From an optimization exercise on the open Yosys and OpenROAD flow, aimed at small area, a short achievable clock period and few clock cycles; shortcuts taken in it are not production practice.
No run shown here included a check of the RTL's function; only the layout flow was run.

$ cat flow/run.sh
#!/bin/bash
# synth_recipe.tcl (not shown) runs the flow's synth.tcl, then flattens the netlist and writes it again
# the make line also repeats each setting of config.mk as NAME=value (left out here)
make -C /OpenROAD-flow-scripts/flow DESIGN_CONFIG=/design/flow/config.mk WORK_HOME=/design/flow/orfs CLKGATE_MAP_FILE= SYNTH_SCRIPT=/design/flow/synth_recipe.tcl finish
$ cat flow/config.mk
export PLATFORM = sky130hd
export DESIGN_NAME = real48_divsqrt
export DESIGN_NICKNAME = real48_divsqrt
export VERILOG_FILES = /design/flow/design.v
export SDC_FILE = /design/flow/constraint.sdc
export NUM_CORES = 4
export LEC_CHECK = 0
export CAP_MARGIN = 20
export CORE_MARGIN = 2
export CORE_UTILIZATION = 40
export SLEW_MARGIN = 20
$ cat flow/constraint.sdc
create_clock -name core_clock -period 10.0 [get_ports {clk}]
set_input_delay 2.0000 -clock core_clock [delete_from_list [all_inputs] [get_ports {clk}]]
set_output_delay 2.0000 -clock core_clock [all_outputs]
set_load 0.01 [all_outputs]
$ cat flow/design.v
module r48_round (
    input  wire               sign,
    input  wire signed [13:0] exp,      
    input  wire        [36:0] mant,     
    input  wire               guard,
    input  wire               sticky,
    output reg         [47:0] result,
    output reg                ovf
);
    wire        round_up = guard & (sticky | mant[0]);
    wire [37:0] sum      = {1'b0, mant} + {37'd0, round_up};
    wire signed [13:0] exp_r = sum[37] ? exp + 14'sd1 : exp;
    wire [35:0] frac     = sum[37] ? 36'd0 : sum[35:0];
    wire signed [13:0] biased = exp_r + 14'sd1023;
    always @* begin
        ovf = 1'b0;
        if (exp_r < -14'sd1022) begin
            result = {sign, 47'd0};
        end else if (exp_r > 14'sd1023) begin
            result = {sign, 11'h7FF, 36'd0};
            ovf    = 1'b1;
        end else begin
            result = {sign, biased[10:0], frac};
        end
    end
endmodule
module r48_divsqrt_core #(
    parameter integer K  = 3,
    parameter integer S  = 39,
    parameter integer CW = 4
) (
    input  wire          sqrt,
    input  wire [CW-1:0] cnt,
    input  wire [S:0]    rem,
    input  wire [S-1:0]  quo,
    input  wire [36:0]   dvs,
    output wire [S:0]    rem_nx,
    output wire [S-1:0]  quo_nx
);
    wire [S:0] dvs_u = {1'b0, dvs, {(S-37){1'b0}}};
    wire [S:0]   r [0:K];
    wire [S-1:0] q [0:K];
    assign r[0] = rem;
    assign q[0] = quo;
    genvar t, b;
    generate
        for (t = 0; t < K; t = t + 1) begin : g_step
            wire [S-1:0] m;
            for (b = 0; b < S; b = b + 1) begin : g_m
                if ((S - 1 - b) % K == t)
                    assign m[b] = (cnt == (S - 1 - b) / K);
                else
                    assign m[b] = 1'b0;
            end
            r48_step #(.S(S)) u_step (
                .sqrt(sqrt), .m(m), .dvs(dvs_u),
                .rem(r[t]), .quo(q[t]),
                .rem_nx(r[t+1]), .quo_nx(q[t+1])
            );
        end
    endgenerate
    assign rem_nx = r[K];
    assign quo_nx = q[K];
endmodule
module r48_step #(
    parameter integer S = 39
) (
    input  wire         sqrt,
    input  wire [S-1:0] m,         
    input  wire [S:0]   dvs,       
    input  wire [S:0]   rem,
    input  wire [S-1:0] quo,
    output wire [S:0]   rem_nx,
    output wire [S-1:0] quo_nx
);
    wire [S:0]   trial = sqrt ? ({quo, 1'b0} | {1'b0, m}) : dvs;
    wire [S+2:0] diff  = {1'b0, rem, 1'b0} - {2'b00, trial};
    wire         fits  = !diff[S+2];
    assign rem_nx = fits ? diff[S:0] : {rem[S-1:0], 1'b0};
    assign quo_nx = fits ? (quo | m) : quo;
endmodule
module real48_divsqrt (
    input  wire        clk,
    input  wire        rst,
    input  wire        in_valid,
    output wire        in_ready,
    input  wire        in_op,        
    input  wire [47:0] in_a,
    input  wire [47:0] in_b,
    output reg         out_valid,
    output reg  [47:0] out_result,
    output reg         out_ovf,
    output reg         out_finv,
    output reg         out_fdz
);
    localparam integer K  = 3;           
    localparam integer S  = 39;          
    localparam integer NC = S / K;       
    localparam integer CW = 4;           
    reg busy;                            
    reg fin;                             
    assign in_ready = !busy;
    wire accept = in_valid && !busy && !rst;
    wire        sa = in_a[47];
    wire        sb = in_b[47];
    wire [10:0] ea = in_a[46:36];
    wire [10:0] eb = in_b[46:36];
    wire        fa_nz  = (in_a[35:0] != 36'd0);
    wire        fb_nz  = (in_b[35:0] != 36'd0);
    wire        a_max  = (ea == 11'h7FF);
    wire        b_max  = (eb == 11'h7FF);
    wire        a_nan  = a_max && fa_nz;
    wire        b_nan  = b_max && fb_nz;
    wire        a_inf  = a_max && !fa_nz;
    wire        b_inf  = b_max && !fb_nz;
    wire        a_zero = (ea == 11'd0);
    wire        b_zero = (eb == 11'd0);
    wire        sq     = sa ^ sb;
    reg       spec;
    reg [1:0] spec_kind;
    reg       spec_sign, spec_fdz;
    always @* begin
        spec      = 1'b1;
        spec_kind = 2'd0;
        spec_sign = sq;
        spec_fdz  = 1'b0;
        if (!in_op) begin
            if (a_nan || b_nan || (a_zero && b_zero) || (a_inf && b_inf))
                spec_kind = 2'd2;
            else if (a_inf)  spec_kind = 2'd1;
            else if (b_inf)  spec_kind = 2'd0;
            else if (b_zero) begin spec_kind = 2'd1; spec_fdz = 1'b1; end
            else if (a_zero) spec_kind = 2'd0;
            else             spec = 1'b0;
        end else begin
            spec_sign = sa;
            if (a_nan || (sa && !a_zero)) spec_kind = 2'd2;
            else if (a_zero)              spec_kind = 2'd0;
            else if (a_inf)               spec_kind = 2'd1;
            else                          spec = 1'b0;
        end
    end
    reg       spec_q;
    reg [1:0] kind_q;
    reg       ssign_q, sfdz_q;
    reg               op_q;
    reg               sign_q;
    reg signed [13:0] exp_q;
    reg        [S:0]  rem_q;
    reg      [S-1:0]  quo_q;
    reg       [36:0]  div_q;
    reg     [CW-1:0]  cnt;
    wire signed [12:0] p    = $signed({2'b00, ea}) - 13'sd1059;
    wire signed [12:0] p_ev = p - {12'd0, p[0]};
    wire        [36:0] m_a  = {1'b1, in_a[35:0]};
    wire [S:0] rem_init = (in_op && p[0]) ? ({{(S-37){1'b0}}, m_a} << (S-37))
                                          : ({{(S-37){1'b0}}, m_a} << (S-38));
    wire [S:0]   rem_nx;
    wire [S-1:0] quo_nx;
    r48_divsqrt_core #(.K(K), .S(S), .CW(CW)) u_core (
        .sqrt(op_q), .cnt(cnt), .rem(rem_q), .quo(quo_q), .dvs(div_q),
        .rem_nx(rem_nx), .quo_nx(quo_nx)
    );
    wire        sel = quo_q[S-1];
    wire [36:0] r_mant  = sel ? quo_q[S-1:S-37] : quo_q[S-2:S-38];
    wire        r_guard = sel ? quo_q[S-38] : quo_q[S-39];
    wire        r_sticky = (rem_q != {(S+1){1'b0}}) | (sel & quo_q[S-39]);
    wire signed [13:0] r_exp = sel ? exp_q : exp_q - 14'sd1;
    wire [47:0] rnd_res;
    wire        rnd_ovf;
    r48_round u_round (
        .sign(sign_q), .exp(r_exp), .mant(r_mant),
        .guard(r_guard), .sticky(r_sticky),
        .result(rnd_res), .ovf(rnd_ovf)
    );
    always @(posedge clk) begin
        if (rst) begin
            busy      <= 1'b0;
            fin       <= 1'b0;
            spec_q    <= 1'b0;
            out_valid <= 1'b0;
        end else begin
            out_valid <= fin | spec_q;
            fin       <= busy && (cnt == NC - 1);
            spec_q    <= accept && spec;
            if (accept && !spec) busy <= 1'b1;
            else if (cnt == NC - 1) busy <= 1'b0;
        end
        if (fin) begin
            out_result <= rnd_res;
            out_ovf    <= rnd_ovf;
            out_finv   <= 1'b0;
            out_fdz    <= 1'b0;
        end else begin
            out_result <= (kind_q == 2'd2) ? 48'h7FF8_0000_0000 :
                          {ssign_q, {11{kind_q[0]}}, 36'd0};
            out_ovf    <= 1'b0;
            out_finv   <= kind_q[1];
            out_fdz    <= sfdz_q;
        end
        if (accept) begin
            kind_q  <= spec_kind;
            ssign_q <= spec_sign;
            sfdz_q  <= spec_fdz;
            op_q    <= in_op;
            sign_q  <= in_op ? 1'b0 : sq;
            exp_q   <= in_op ? 14'sd18 + (p_ev >>> 1)
                             : $signed({3'b000, ea}) - $signed({3'b000, eb});
            rem_q   <= rem_init;
            quo_q   <= {S{1'b0}};
            div_q   <= {1'b1, in_b[35:0]};
            cnt     <= {CW{1'b0}};
        end else if (busy) begin
            rem_q   <= rem_nx;
            quo_q   <= quo_nx;
            cnt     <= cnt + 1'b1;
        end
    end
endmodule
==> results of run 1 <==
sequential cells by signal, summed over array words and instances, names as in the netlist:
register / flops
ssign_q: 1
exp_q: 13
spec_q: 1
kind_q: 2
rem_q: 40
out_result: 48
out_finv: 1
sfdz_q: 1
out_ovf: 1
busy: 1
cnt: 4
quo_q: 39
out_valid: 1
fin: 1
out_fdz: 1
sign_q: 1
op_q: 1
div_q: 36
placed cells by master, fill, tap and decap left out, types with 26 or more instances in the layout:
cell             netlist  final
xnor2_1              105    105
a21oi_1              184    179
o211ai_1              37     37
edfxtp_1              95     95
nor4_1                40     38
nand3_1               58     58
nand4_1               28     28
inv_1                 77     76
nand2b_1              36     35
ha_1                 139    136
nor2b_1               31     30
xor2_1                66     66
dfxtp_1               98     95
mux2_2                64     64
o21a_1                26     26
buf_4                  3    211
clkdlybuf4s50_1        0    152
o21ai_0              169    161
nand2_1              226    224
and3_1                26     26
nor2_1               190    188
mux2i_1               94     93
a21o_1                57     57
nor3_1                51     50
repair_timing:
item                       CTS  global route
resized for setup            7            43
pin swaps                    0            12
setup buffers                0             0
setup endpoints to repair   51            53
Yosys cell counts (7+ instances only):
master      n
o21bai_1   24
ha_1      139
a211oi_1   22
inv_1      77
xor2_1     66
and2_1     23
a311o_1     8
mux2i_1    94
o21a_1     26
o211ai_1   37
nand2b_1   36
xnor2_1   105
o22ai_1    20
a31o_2      9
a21o_1     57
or2_2       8
o31ai_1     8
buf_1      17
and3_1     26
dfxtp_1    98
nor2b_1    31
a21boi_0   15
nor2_1    190
nand3_1    58
a221oi_1    8
nor4_1     40
and4_1     12
clkbuf_1   98
or4_1       8
mux2_2     64
buf_2       7
a31oi_1    23
a311oi_1    9
nand2_1   226
or3_1      16
a21oi_1   184
o21ai_0   169
nand4_1    28
edfxtp_1   95
nand3b_1   18
a211o_1    16
nor3_1     51
stage by stage:
step | hold slack (ns) | TNS, ns | setup slack, ns | std cells | cell area, um^2
CTS | 0.457 | 0 | 0.0113 | 3244 | 23200
global placement | 0.432 | 0 | 0.00954 | 3212 | 22600
detailed placement | 0.445 | -1.94 | -0.176 | 3212 | 22600
global route | 0.489 | -0.109 | -0.0353 | 3244 | 23400
floorplan | 0.411 | 0 | 0.0125 | 2361 | 19100
finish | 0.455 | 0 | 0.439 | 3244 | 23400
cell families after synthesis:
family | count (synthesis)
simple gates | 795
compound gates | 697
buf+inv | 205
flops | 193
xor+xnor | 171
mux | 158
fa+ha+maj | 142
worst max-delay path, delay by kind of cell (launching register included):
| kind | cells | cell delay, ns |
|---|---|---|
| and+or+nand+nor | 9 | 2.56 |
| muxes | 2 | 0.38 |
| adders and majority gates | 4 | 1.13 |
| DFF | 1 | 0.35 |
| AOI/OAI and AO/OA | 20 | 3.83 |
| buffers and inverters | 6 | 1.02 |
worst max path at each step:
stage                endpoint  slack, ns
global placement    rem_q[38]       0.01
floorplan           rem_q[32]       0.01
finish              rem_q[38]       0.44
CTS                 rem_q[17]       0.01
detailed placement  rem_q[17]      -0.18
global route        rem_q[11]      -0.04
metal layers:
layer / part of all wire, % / vias up / GRT usage [%] / routed length [um]
li1: - / 9264 / - / -
met1: 44 / 9113 / 36.9 / 31700
met2: 47 / 544 / 49.0 / 34300
met3: 4.0 / 142 / 3.26 / 2900
met4: 5.3 / 0 / 14.9 / 3860
met5: 0 / - / 0 / 0
cell type report:
type / instances / area (um^2)
inverter: 77 / 290
clock buffer: 17 / 425
clock inverter: 15 / 213
multi-input combinational: 1963 / 13600
sequential: 193 / 4820
tap: 607 / 759
fill: 4546 / 23400
timing repair buffer: 372 / 3260
==> impl_results.md, run 1 <==
* Status: complete, no violations
* Clock skew at 0.0184 ns
* Hold path cells at 2
* Synth area leader: edfxtp_1
* Mapped cell area at 19,000 um^2
* Layout cell share with drive strength beyond 1 at 14.9%
* Most area-consuming cells after synthesis: edfxtp_1, dfxtp_1, ha_1
* Largest family of logic cells by synthesized area: compound AO/OA/AOI/OAI gates
* Largest net degree at the start of global routing at 83
* Worst flop-to-flop path endpoint: rem_q[38]
* Die W at 222 um
* Gr usage total at 29.1%
* Util after Layout at 50.0%
* Post-DR vias/cell at 5.88
* Reg2Reg Setup Slack at 0.44 ns
* Clock Path Buffers at 2
* Fin. max-slew vios at 0
* Worst R2R Path Depth at 41
* Core box area at 46,800 um^2
* Port Buffer Count at 152
* Sequential area share after synthesis at 25.3%
* Synth Area in Compound Gates at 23.6%
* Post-synthesis cell count at 2,361
* Yosys cell types at 84
* Clk Tree Root Cell: clkbuf_16
* Worst slew margin at 31.5%
* CP required at 10.23 ns
* Area share of the largest cell type after synthesis at 15.0%
* Hold_buf cts at 0
* Critical R2R Launch: cnt[0]
* ANT cells at 0
* Initial DRC Count at 1,516
* Hold Path End: out_result[47]
* Slowest CP cell: or4_1
* Grt ovf at 0
* Final worst-path cycle share at 95.6%
* # DRC at 0
* Clock transition at path regs at 0.09 ns
* Initial antenna violation count at 2
* Fmax at 105 MHz
* Slew @ Worst Pin at 1.02 ns
* Max incr delay on CP at 0.55 ns
* Mux contribution to synthesized area at 8.73%
* Clock Latency Late Sink at 0.51 ns
* CTS tree: done
* Critical path type: register to register
* Startpoint types: register
* Area grow syn2layout at 22.9%
* Worst-path maximum fanout at 10
* Hold wc startpoint: sign_q
* GPL Wtd Cong at 1.01
* Critical path data arrival time at 9.79 ns
* IO Pins at 153
* First-pass GRT wire length at 110,000 um
* Average size of a mapped cell at 8.06 um^2
* Hold Fails Final Rpt at 0
* H-tree levels at 4
* Row count at 79
* Crit end category: register
* Simple-Gate Fraction of Synth Area at 20.8%
* Ys Warns at 3
* Drt total wl at 72,800 um
* Post-DP HPWL at 59,600 um
* DR WL/cell at 22.4 um
* Via count at 19,063
* TritonCTS buffer count at 17
* Flops & latches, synth at 193
* Post-Syn Nets at 2,603
* DRT antenna net count at 0
* DIE AREA at 49,400 um^2
* Critical Path Start: cnt[0]
* Hold crit path type: register to register
* Min Clock Period, post-route at 9.56 ns
* Main flop type after synthesis: dfxtp_1
* Fraction of the mapped netlist area in adder cells at 9.45%
* EDFF count, synth at 95
* Endpoints failing setup at 0
* Max Cap Violations at 0
* Synth Area in XOR/XNOR at 7.87%
* Initial Utilization at 40.7%
* DR pass1 iterations at 6
* Die Y at 222 um
* # nets final at 2,866
* FFs w/ async S/R, synth at 0%
* Num Clock Sinks at 193
* Vias in the first global route at 18,534
==> run 2: changes to the inputs <==
--- a/flow/design.v
+++ b/flow/design.v
@@ -94,8 +94,8 @@
     output reg         out_fdz
 );
-    localparam integer K  = 3;           
-    localparam integer S  = 39;          
+    localparam integer K  = 2;           
+    localparam integer S  = 40;          
     localparam integer NC = S / K;       
-    localparam integer CW = 4;           
+    localparam integer CW = 5;           
     reg busy;                            
     reg fin;                             
==> impl_results.md, run 2 <==
* Area share of the largest cell type after synthesis at 16.9% (+1.9 points)
* Yosys cell types at 96 (+14%)
* EDFF count, synth at 96 (+1.1%)
* Worst slew margin at 34.2% (+2.7 points)
* Clock transition at path regs at 0.08 ns (about the same)
* Hold crit path type: register to register
* DR WL/cell at 21.1 um (-5.9%)
* Via count at 16,168 (-15%)
* Post-DR vias/cell at 5.98 (+1.8%)
* IO Pins at 153 (unchanged)
* Mapped cell area at 17,000 um^2 (-11%)
* Reg area at 4890 um^2 (+1.5%)
* Ys Warns at 3 (unchanged)
* DP Area at 18,900 um^2 (-16%)
* Fill cell total of the finished layout at 4,145 (-8.8%)
* DRT antenna net count at 0 (unchanged)
* Post-DP HPWL at 45,200 um (-24%)
* TritonCTS buffer count at 17 (unchanged)
* Grt ovf at 0 (unchanged)
* GPL Wtd Cong at 0.954 (-5.1%)
* Critical path type: register to register
* Most frequent cell after synthesis: nand2_1
* Vias in the first global route at 15,099 (-19%)
* Max FFs per register at 48 (unchanged)
* Core box area at 41,900 um^2 (-10%)
* Status: complete, no violations
* Initial Utilization at 40.6% (-0.13 points)
* Post-CTS Repair Setup Buffers at 0 (unchanged)
* Area of the multi-input gates at 11,400 um^2 (-16%)
* Leading cell types by count after synthesis: nand2_1, nor2_1, a21oi_1
* Synth area leader: edfxtp_1
* Fmax at 116 MHz (+11%)
* Most area-consuming cells after synthesis: edfxtp_1, dfxtp_1, ha_1
* Main flop type after synthesis: dfxtp_1
* Commonest non-fill, non-tap cells in the layout: nand2_1, nor2_1, clkdlybuf4s50_1, a21oi_1, o21ai_0
* Hold_buf cts at 0 (unchanged)
* DIE AREA at 44,200 um^2 (-10%)
* Crit end category: register
* Post-Syn Nets at 2,295 (-12%)
* RSZ-0062 raised after global routing: false
* Die Y at 210 um (-5.3%)
* Clock skew at 0.0156 ns (-0.00277 ns)
* CP required at 10.17 ns (-0.06 ns)
* Final worst-path cycle share at 85.9% (-9.7 points)
* Setup TNS at 0 ns (unchanged)
* Initial DRC Count at 1,466 (-3.3%)
* Layout cell share with drive strength beyond 1 at 5.45% (-9.5 points)
* Area grow syn2layout at 14.2%
* Fin. max-slew vios at 0 (unchanged)
* First-pass GRT wire length at 87,300 um (-21%)
* Average size of a mapped cell at 8.15 um^2 (+1.1%)
* H-tree levels at 4 (unchanged)
* CTS tree: done
* Commonest non-fill, non-tap cell in the layout: nand2_1
* Clock Latency Late Sink at 0.46 ns (-0.05 ns)
* Port Buffer Count at 152 (unchanged)
* Sequential area share after synthesis at 28.7% (+3.4 points)
* Slew @ Worst Pin at 0.984 ns (-0.0346 ns)
* FFs w/ async S/R, synth at 0% (unchanged)
* Worst R2R Path Depth at 26 (-37%)
* Max Cap Violations at 0 (unchanged)
* Min Clock Period, post-route at 8.59 ns (-0.968 ns)
* Endpoints failing setup at 0 (unchanged)
* Cts repair resizes at 0 (-7)
* Hold Fails Final Rpt at 0 (unchanged)
* Hold path cells at 2 (unchanged)
* Worst hold margin at 0.495 ns (+0.0404 ns)
* Startpoint types: register
* Top flop regs: out_result: 48 flops, rem_q: 41 flops, quo_q: 40 flops
* Flops & latches, synth at 196 (+1.6%)
* Num Clock Sinks at 196 (+1.6%)
* Post-synthesis cell count at 2,089 (-12%)
* Row count at 75 (-5.1%)
* Clock Path Buffers at 2 (unchanged)
* Die W at 210 um (-5.3%)
* Clk Tree Root Cell: clkbuf_16
* Gr usage total at 25.5% (-3.6 points)
* Largest Register: out_result
* Drt total wl at 57,100 um (-22%)
* Critical path data arrival time at 8.77 ns (-1.02 ns)
* Final Cell Area at 19,400 um^2 (-17%)
* # DRC at 0 (unchanged)
* Initial antenna violation count at 2 (unchanged)
* DR pass1 iterations at 5 (-1)
* Worst-path maximum fanout at 73 (+63)
* Largest net degree at the start of global routing at 74 (-11%)
* # nets final at 2,357 (-18%)
* ANT cells at 0 (unchanged)
[run 2: cell families (layout without fill, tap and decap cells)]
kind of cell	after synthesis	in the layout	share of synthesized area (%)
AOI/OAI and AO/OA	576	576	22.3
and+or+nand+nor	759	759	22.0
DFF	196	196	28.7
adders and majority gates	106	106	7.88
xor gates and xnor gates	155	155	8.08
buffers and inverters	191	266	4.54
muxes	106	106	6.45
[run 2: cell type report]
| type | instances | share of cell area, % |
|---|---|---|
| multi-input combinational | 1702 | 58.6 |
| sequential | 196 | 25.1 |
| timing repair buffer | 173 | 8.74 |
| tap | 539 | 3.47 |
| clock buffer | 20 | 2.30 |
| inverter | 61 | 1.19 |
| clock inverter | 12 | 0.592 |
[run 2: worst paths after layout]
kind,startpoint,to,slack [ns]
worst min register to register,spec_q,out_valid,0.50
worst max-delay path,op_q,rem_q[8],1.41
worst min-delay path,spec_q,out_valid,0.50
worst max register to register,op_q,rem_q[8],1.41
[run 2: layer usage]
| metal | share of wire (%) | up-vias | track usage, % | wire, um |
|---|---|---|---|---|
| met5 | 0 | - | 0 | 0 |
| met4 | 3.0 | 0 | 8.44 | 1680 |
| met3 | 5.1 | 86 | 2.65 | 2900 |
| met2 | 47 | 542 | 42.9 | 26700 |
| met1 | 45 | 7713 | 34.3 | 25800 |
| li1 | - | 7827 | - | - |
[run 2: stage by stage]
step,utilization (%),setup slack (ns),cells
floorplan,-,2.65,2089
global placement,45.0,1.69,2670
detailed placement,45.0,1.56,2671
CTS,46.4,1.50,2703
global route,46.4,0.756,2703
finish,46.4,1.41,2703
[run 2: critical path, cell delays in order, from the launching register on]
cell and delay [ns]:
edfxtp_1 0.79, buf_12 0.39, mux2i_1 0.39, and2_1 0.21
ha_1 0.21, o211ai_1 0.12, a21oi_1 0.35, o21ai_0 0.39
a211oi_1 0.48, or3_1 0.21, a21bo_2 0.76, buf_4 0.47
a211oi_1 0.12, nand2_1 0.09, o21ai_0 0.13, ha_1 0.30
a21o_1 0.17, a311oi_1 0.35, o211ai_1 0.16, a21oi_1 0.43
o221ai_1 0.22, a21o_1 0.27, a221oi_4 0.41, buf_4 0.41
nor2_1 0.09, a211oi_1 0.27, a31oi_1 0.07
==> run 3: changes to the inputs <==
--- a/flow/design.v
+++ b/flow/design.v
@@ -94,8 +94,8 @@
     output reg         out_fdz
 );
-    localparam integer K  = 2;           
+    localparam integer K  = 4;           
     localparam integer S  = 40;          
     localparam integer NC = S / K;       
-    localparam integer CW = 5;           
+    localparam integer CW = 4;           
     reg busy;                            
     reg fin;                             
--- a/flow/config.mk
+++ b/flow/config.mk
@@ -9,3 +9,4 @@
 export CORE_MARGIN = 2
 export CORE_UTILIZATION = 40
+export SETUP_SLACK_MARGIN = 3
 export SLEW_MARGIN = 20
==> impl_results.md, run 3 <==
* Status: complete, but fails checks
* Fail Reasons: negative setup slack
* Slowest CP cell: maj3_1
* Gr usage total at 37.8% (+12 points)
* Met1 GRT Util at 51.2% (+17 points)
* Largest net degree at the start of global routing at 67 (-9.5%)
* Post-synthesis cell count at 2,888 (+38%)
* Min Clock Period, post-route at 12.35 ns (+3.76 ns)
* Top flop regs: out_result: 48 flops, rem_q: 41 flops, quo_q: 40 flops
* Main flop type after synthesis: dfxtp_1
* Clock skew at 0.0225 ns (+0.00693 ns)
* Fraction of the mapped netlist area in adder cells at 10.8% (+2.9 points)
* Layout cell share with drive strength beyond 1 at 35.4% (+30 points)
* Core box area at 54,000 um^2 (+29%)
* # nets final at 4,203 (+78%)
* EDFF count, synth at 96 (unchanged)
* Grt met3 use at 6.00% (+3.4 points)
* Max FFs per register at 48 (unchanged)
* Critical path's most frequent cell: a21oi_2
* ANT cells at 0 (unchanged)
* Cells after DPL at 4,517 (+69%)
* Hold Fails Final Rpt at 0 (unchanged)
* Clock transition at path regs at 0.08 ns (about the same)
* Initial DRC Count at 2,818 (+92%)
* Setup TNS at -115.85 ns (-115.85 ns)
* Clock Latency Late Sink at 0.52 ns (+0.06 ns)
* Max incr delay on CP at 0.39 ns (-0.40 ns)
* Setup slack at placement at -3.53 ns (-5.09 ns)
* Worst slew margin at 19.4% (-15 points)
* Row count at 85 (+13%)
* Drt total wl at 111,000 um (+94%)
* Sequential area share after synthesis at 22.2% (-6.5 points)
* Clk Tree Root Cell: clkbuf_16
* Worst hold margin at 0.445 ns (-0.0502 ns)
* GR peak layer: met2
* Hold_buf cts at 0 (unchanged)
* Die W at 238 um (+13%)
* Flops & latches, synth at 195 (-0.51%)
* Synth area leader: edfxtp_1
* Synth Area in XOR/XNOR at 8.52% (+0.44 points)
* Most area-consuming cells after synthesis: edfxtp_1, ha_1, dfxtp_1
* Endpoints failing setup at 51 (+51)
* RSZ-0062 raised after global routing: true
* Final worst-path cycle share at 124% (+38 points)
* Startpoint types: register
* Final worst slack at -2.35 ns (-3.76 ns)
* Mapped cell area at 21,900 um^2 (+29%)
* Largest family of logic cells by synthesized area: compound AO/OA/AOI/OAI gates
* Mux contribution to synthesized area at 4.22% (-2.2 points)
* FFs w/ async S/R, synth at 0% (unchanged)
* Fin. max-slew vios at 0 (unchanged)
* First-pass GRT wire length at 160,000 um (+84%)
* Final Cell Area at 34,200 um^2 (+76%)
* Average size of a mapped cell at 7.60 um^2 (-6.8%)
* Post-DR vias/cell at 5.89 (-1.6%)
* Commonest non-fill, non-tap cell in the layout: buf_4
* Critical path type: register to register
* IO Pins at 153 (unchanged)
* Commonest non-fill, non-tap cells in the layout: buf_4, nand2_1, nor2_1, a21oi_1, clkdlybuf4s50_1
* Critical path data arrival time at 12.57 ns (+3.80 ns)
* DRT antenna net count at 0 (unchanged)
* Synth Area in Compound Gates at 26.3% (+4.0 points)
* Grt ovf at 0 (unchanged)
* Ys Warns at 3 (unchanged)
* DR pass1 iterations at 6 (+1)
* Most frequent cell after synthesis: nand2_1
* Vias in the first global route at 26,040 (+72%)
* Max Cap Violations at 0 (unchanged)
* Initial Utilization at 40.6% (about the same)
* DR WL/cell at 23.9 um (+13%)
* Largest Register: out_result
* Crit end category: register
* # DRC at 0 (unchanged)
* Initial antenna violation count at 3 (+1)
* Worst-path maximum fanout at 8 (-89%)
* CTS tree: done
* Leading cell types by count after synthesis: nand2_1, nor2_1, a21oi_1
* Die Y at 238 um (+13%)
* Post-DP HPWL at 88,800 um (+97%)
* GPL Wtd Cong at 1.09 (+15%)
* Post-Syn Nets at 3,163 (+38%)
* DIE AREA at 56,800 um^2 (+28%)
* CP required at 10.21 ns (+0.04 ns)
* Via count at 27,289 (+69%)
* Simple-Gate Fraction of Synth Area at 23.9% (+1.9 points)
* Slew @ Worst Pin at 1.21 ns (+0.222 ns)
* Final cell count without fillers at 4,637 (+72%)
* DP Area at 31,000 um^2 (+64%)
* Util after Layout at 63.3% (+17 points)
* Yosys cell types at 108 (+13%)
* Hold crit path type: register to register
* Met2 Usage GRT at 60.2% (+17 points)
* Port Buffer Count at 152 (unchanged)
* TritonCTS buffer count at 17 (unchanged)
* Area share of the largest cell type after synthesis at 13.1% (-3.8 points)
* Num Clock Sinks at 195 (-0.51%)
* Area grow syn2layout at 55.7%
* H-tree levels at 4 (unchanged)
* Fmax at 81.0 MHz (-30%)
* Clock Path Buffers at 2 (unchanged)
## run 3: cells by family (layout without fill, tap and decap cells)
logic type                 count (synthesis)  in the layout
muxes                                     86             86
buffers and inverters                    227           1279
adders and majority gates                189            189
and+or+nand+nor                         1092           1093
AOI/OAI and AO/OA                        887            887
xor gates and xnor gates                 212            212
DFF                                      195            195
## run 3: layout make-up
cell class,count,area (um^2)
flip-flops and latches,195,4870
clock buffers,20,457
repair buffers,1147,9380
fillers,4736,19900
clock inverters,12,140
multi-input cells,2467,18100
well taps,696,871
inverters,100,378
## run 3: layer usage
layer | routed length [um] | up-vias
met3 | 8990 | 234
met5 | 0 | -
met4 | 4870 | 0
met1 | 47400 | 13216
met2 | 49300 | 1167
li1 | - | 12672
## run 3: what timing repair did
action	4_1_cts	5_1_grt
endpoints found under the setup margin	104	111
resized for setup	192	200
pin swaps	111	139
buffers inserted	53	29
gates cloned	3	2
## run 3: final timing paths
path,end,start,cells past startpoint,slack [ns]
worst max-delay path,rem_q[10],cnt[2],69,-2.35
worst max register to register,rem_q[10],cnt[2],69,-2.35
worst min-delay path,out_result[47],sign_q,2,0.45
worst min register to register,out_result[47],sign_q,2,0.45
## run 3: worst max-delay path, delay by kind of cell, from the launching register on
family	cells	cell delay, ns
AOI/OAI and AO/OA	35	6.02
and+or+nand+nor	20	2.74
adders and majority gates	5	1.44
buffers and inverters	7	1.03
DFF	1	0.35
muxes	1	0.29
xor gates and xnor gates	1	0.15

separate check: timing with driven ports:
The results above use ideal ports. As a check the final layouts listed here were re-extracted and re-timed, cells and wires unchanged. Step 1 (the two cells are an assumption about what drives the block):
set clk [get_ports {clk}]
set_driving_cell -lib_cell sky130_fd_sc_hd__clkbuf_16 $clk
set_driving_cell -lib_cell sky130_fd_sc_hd__buf_2 [delete_from_list [all_inputs] $clk]
Step 2 adds t to the input delays and takes it off the output delays; t is the mean of the earliest and latest rising clock arrival at the registers after step 1. Input paths then give back, and output paths get back, about the clock's delay inside the block. Three values: ideal ports, drivers, drivers and shift; two values: the first two.
run | t, ns | setup WS [ns] | worst slew at a driven data input, ns
run 1 | 0.564 | 0.439 / 0.439 / 0.439 | 0.06
run 2 | 0.506 | 1.407 / 1.407 / 1.407 | 0.05
run 3 | 0.565 | -2.352 / -2.352 / -2.352 | 0.06
